Context: an optimization exercise on an open-source flow, tuned for small area, a short achievable clock period and few clock cycles per item. The choices shown serve that exercise and are no tape-out recipe. Function was checked by simulation only, so behaviour that the tests miss may differ from the original. Power figures rest on the tool's default switching activity, not on a simulated workload.

## flow/design.v (module list and top-level ports; edited modules follow where they fit)
// module chord_mac: 1293 lines
module chord_mac (
    input  wire        clk,
    input  wire        rst,
    input  wire        in_valid,
    output wire        in_ready,
    input  wire [2:0]  in_op,
    input  wire        in_x,
    input  wire [31:0] in_a,
    input  wire [31:0] in_b,
    input  wire        in_frac,
    input  wire        in_wrap,
    input  wire        in_rnd,
    input  wire [1:0]  in_form,
    input  wire [6:0]  in_sh7,
    output reg         out_valid,
    output reg  [71:0] out_data,
    output reg         out_flag
);
  // ...
==> flow/flow/run.sh <==
#!/bin/bash
# The standard ORFS layout with two changes to how it is built:
#  - the port buffers are plain buffers (buf_2) instead of the delay cell
#    buffer_ports picks by default;
#  - the repair steps (floorplan, CTS, global route) aim at a larger setup
#    slack than the 22 ns clock needs, so they size and buffer the critical
#    paths instead of stopping at the constraint.
# The SDC, clock period and all other settings are the standard flow's.
set -euo pipefail
bash standard.sh SETUP_SLACK_MARGIN=17 "BUFFER_PORTS_ARGS=-buffer_cell sky130_fd_sc_hd__buf_2" finish > standard_flow.log 2>&1
==> flow/standard.sh <==
#!/bin/bash
# synth_recipe.tcl (not shown) runs the flow's synth.tcl, then flattens the netlist and writes it again
# the make line also repeats each setting of config.mk as NAME=value (left out here)
make -C /OpenROAD-flow-scripts/flow DESIGN_CONFIG=/design/flow/config.mk WORK_HOME=/design/flow/orfs CLKGATE_MAP_FILE= SYNTH_SCRIPT=/design/flow/synth_recipe.tcl "${@:-finish}"
==> flow/config.mk <==
export PLATFORM = sky130hd
export DESIGN_NAME = chord_mac
export DESIGN_NICKNAME = chord_mac
export VERILOG_FILES = /design/flow/design.v
export SDC_FILE = /design/flow/constraint.sdc
export NUM_CORES = 4
export LEC_CHECK = 0
export CAP_MARGIN = 20
export CORE_MARGIN = 2
export CORE_UTILIZATION = 40
export SLEW_MARGIN = 20
==> flow/constraint.sdc <==
create_clock -name core_clock -period 22.0 [get_ports {clk}]
set_input_delay 4.4000 -clock core_clock [delete_from_list [all_inputs] [get_ports {clk}]]
set_output_delay 4.4000 -clock core_clock [all_outputs]
set_load 0.01 [all_outputs]
==> impl_metrics.json, run 1 <==
{
  "status": "no timing/DRC/antenna violations",
  "arrival_ps": 1210,
  "numCtsBuffers": 90,
  "reg2reg_from": "one0[5]",
  "cap_violations": 0,
  "ys_top_cells_by_area": "dfxtp_1 (19%), fa_1 (16%), a22oi_1 (6.8%)",
  "io_pins": 158,
  "clock_area_share_pct": 4.28,
  "n_antenna_cell": 3,
  "power.density_mw_per_mm2": 191,
  "syn_area_per_cell_sq_um": 8.82,
  "switching_share_pct": 49.2,
  "cts_buffer_depth": 3,
  "drt-initial-drc-count": 6319,
  "worstSetupEndpoint": "out_data[26]",
  "area_delta_synth_final_pct": 8.75,
  "start_kind": "flip-flop",
  "path_max_fanout": 1,
  "yosysWarnings": 1,
  "routed_wl_um": 249000,
  "m1WireLength_um": 93800,
  "grt_overflow": 0,
  "critPathKind": "flip-flop to primary output",
  "tapCellCount": 2189,
  "hp-start": "sh1[0]",
  "crit_path_max_incr_delay_ps": 410,
  "post-place-ws_ps": 16180,
  "mostFrequentLayoutCells": "inv_1 (776), a22oi_1 (596), dfxtp_1 (527), fa_1 (516), xor2_1 (488)",
  "drtPass1Iterations": 9,
  "multi_input_area_share_pct": 61.5,
  "cp.depth": 1,
  "crit_path_top_delay_cell": "dfxtp_4",
  "grt_antenna_before_repair": 4,
  "syn_inst": 7478,
  "ys_ff_latch": 755,
  "multi_input_gates": 5261,
  "p_total_mw": 13.7,
  "worst_pin_slew_ps": 1130,
  "multiInputGateArea_sq_mm": 0.0441,
  "grt_usage_pct": 28.9,
  "hold_path.class": "flip-flop to flip-flop",
  "num_rows": 149,
  "vias": 56542,
  "relSlewSlack_pct": 24.5,
  "fillers": 16125
}
Testbench counts, summed over its fixed seeds: cycles 24,048, items 24,000.
==> run 2: changes to the inputs <==
==> flow/run.sh (new file) <==
#!/bin/bash
# synth_recipe.tcl (not shown) runs the flow's synth.tcl, then flattens the netlist and writes it again
# the make line also repeats each setting of config.mk as NAME=value (left out here)
make -C /OpenROAD-flow-scripts/flow DESIGN_CONFIG=/design/flow/config.mk WORK_HOME=/design/flow/orfs CLKGATE_MAP_FILE= SYNTH_SCRIPT=/design/flow/synth_recipe.tcl finish
removed: flow/flow/run.sh
removed: flow/standard.sh
==> impl_metrics.json, run 2 <==
{
  "critPathBufInv": 1,
  "path_max_fanout": 1,
  "synthTopCellsByCount": "inv_1 (778), dfxtp_1 (611), a22oi_1 (597)",
  "whs_endpoint": "oz3",
  "power.density_mw_per_mm2": 196,
  "cp-end-kind": "primary output",
  "clk_pin_slew_ps": 60,
  "synth_edf_count": 144,
  "stdcell_area_sq_mm": 0.0718,
  "cts-root-buf": "clkbuf_16",
  "ys_top_cells_by_area": "dfxtp_1 (19%), fa_1 (16%), a22oi_1 (6.8%)",
  "io_pins": 158,
  "grt_antenna_before_repair": 5,
  "critPathKind": "flip-flop to primary output",
  "hold_slack_ps": 324,
  "cts_setup_buffers": 0,
  "ys_seq_area_share_pct": 25.1,
  "area_delta_synth_final_pct": 8.90,
  "worst-endpoint-required_ps": 17600,
  "crit_family": "buffers and inverters",
  "die_h_um": 410,
  "hpwl_um": 173000,
  "reg2reg_from": "ga1",
  "crit_path_top_delay_cell": "clkdlybuf4s50_1",
  "r2r.worst_path.cells": 18,
  "grt_usage_pct": 29.4,
  "drt-initial-drc-count": 5856,
  "cap_violations": 0,
  "ant_nets": 0,
  "fin_nets": 7915,
  "finalSetupTns_ps": 0,
  "grt_max_degree": 87,
  "slew_viol_final": 0,
  "dieArea_sq_mm": 0.168,
  "dr_wl_met2_um": 117000,
  "hold_viol": 0,
  "die_w_um": 410,
  "relSlewSlack_pct": 19.3,
  "cts_buffer_depth": 3,
  "ir_worst_vdd_uv": 221,
  "period_minus_slack_ps": 6010,
  "start_kind": "flip-flop",
  "async_reset_ff_share_pct": 0,
  "vias": 56884,
  "top_layer": "met5",
  "cts_tree": "built",
  "wl_per_cell_um": 26.7,
  "vias_per_cell": 6.03,
  "netlist.area_leader.share_pct": 18.5,
  "worstSkewPairLatency_ps": 710,
  "post-place-ws_ps": 15770,
  "cts_resized": 0,
  "crit_path_max_incr_delay_ps": 600,
  "drtPass1Iterations": 8,
  "leakage_nw": 29.8,
  "num_rows": 149,
  "finalWorstSetupSlack_ps": 15990,
  "hp-start": "oz2b",
  "syn_inst": 7478,
  "yosysWarnings": 1,
  "dr_wl_met3_um": 23200,
  "core_sq_mm": 0.164,
  "synth_ff_type": "dfxtp_1",
  "rsz0062_at_grt": "no",
  "status": "no timing/DRC/antenna violations",
  "reg2reg_to": "r2[70]",
  "ctsHoldBuffers": 0,
  "m1WireLength_um": 95200,
  "finalClockSkew_ps": 24.6,
  "r2r_slack_ps": 16180,
  "syn_area_per_cell_sq_um": 8.82,
  "fin_crit_sh_pct": 27.3,
  "dpl_cell_area_sq_mm": 0.0688,
  "initial_core_util_pct": 40.1,
  "arrival_ps": 1610,
  "gp_congestion": 1.00,
  "crit_chain": "clkdlybuf4s50_1",
  "hold_path.class": "flip-flop to flip-flop",
  "yosysMostFrequentCell": "inv_1",
  "cts_sinks": 755,
  "numCtsBuffers": 89,
  "synth_largest_area_cell": "dfxtp_1",
  "finalSetupViolations": 0,
  "ys_ff_latch": 755,
  "layout-drive-gt1-share_pct": 7.27,
  "worst_pin_slew_ps": 1200,
  "grt_pass1_vias": 57915,
  "synthesis.area_sq_mm": 0.0659,
  "synth_cell_types": 90,
  "portBuffers": 156,
  "grt_overflow": 0,
  "syn_nets": 8219,
  "final_common_cell": "inv_1",
  "max_clock_freq_mhz": 166,
  "grt_pass1_wl_um": 375000,
  "hold-path-cell-count": 0,
  "htreeDepth": 3,
  "mostFrequentLayoutCells": "inv_1 (777), a22oi_1 (597), dfxtp_1 (576), fa_1 (516), xor2_1 (488)",
  "drc_errors": 0,
  "routed_wl_um": 252000
}
run 2: power by group:
group / switching, mW / internal (mW) / total (mW)
clock network: 0.644 / 0.898 / 1.54
logic: 5.72 / 3.99 / 9.71
registers: 0.646 / 2.18 / 2.83
run 2: final cells by class:
cell class | instances | area, sq um
diodes | 1 | 2.50
inverters | 782 | 2940
fillers | 16083 | 92600
clock buffers | 114 | 2500
multi-input cells | 5261 | 43900
clock inverters | 51 | 559
well taps | 2189 | 2740
repair buffers | 285 | 2530
flip-flops and latches | 755 | 16600
run 2: layer usage:
| layer | track usage, % | vias up |
|---|---|---|
| met5 | 0 | - |
| met4 | 17.5 | 10 |
| met3 | 6.07 | 920 |
| met2 | 48.1 | 3352 |
| met1 | 35.5 | 27631 |
| li1 | - | 24971 |
run 2: per-stage QoR:
| step | instances | utilization (%) | power (mW) |
|---|---|---|---|
| floorplan | 7478 | - | 9.09 |
| global placement | 9272 | 41.8 | 12.2 |
| detailed placement | 9272 | 41.8 | 12.3 |
| CTS | 9437 | 43.7 | 13.9 |
| global route | 9437 | 43.7 | 15.4 |
| finish | 9438 | 43.7 | 14.1 |
run 2: cell families (layout without fill, tap and decap cells):
family / count (synthesis) / in the layout / synth area share (%)
compound gates: 1916 / 1916 / 19.0
flops: 755 / 755 / 25.1
xor+xnor: 846 / 846 / 11.3
mux: 381 / 381 / 7.15
fa+ha+maj: 661 / 661 / 18.4
other cells: 1 / 2 / 0.00569
buf+inv: 1462 / 1232 / 8.36
simple gates: 1456 / 1456 / 10.7
run 2: worst max-delay path by stage:
stage	startpoint	to	cells past startpoint
global placement	in_b[29]	spec0	5
CTS	out_data[25]	out_data[25]	1
floorplan	in_op[2]	neg0[0]	4
global route	ga1	r2[70]	18
detailed placement	in_b[29]	spec0	5
finish	out_data[26]	out_data[26]	1

-- what the ideal ports hide --
No port has a modelled driver above. Below, the same layouts with a new extraction and two added sets of constraints.
Step 1: set_driving_cell puts a clkbuf_16 on clk and a buf_2 on each other input, an assumption about the parent block.
Step 2 times the ports against the registers' clock, not the clock port: input delays grow and output delays shrink by t, the midpoint of the rising clock arrivals with the driver on.
a / b / c = no drivers / after step 1 / after step 2; a / b = the first two.
run | t (ns) | setup slack, ns | worst hold slack (ns)
run 1 | 0.789 | 16.390 / 16.305 / 16.425 | 0.324 / 0.324 / 0.324
run 2 | 0.782 | 15.994 / 15.913 / 15.782 | 0.324 / 0.324 / 0.324
After both steps every run listed still meets setup and hold. For run 2, which loses most, drivers alone change the setup slack by -0.081 ns; drivers and shift together by -0.212 ns.
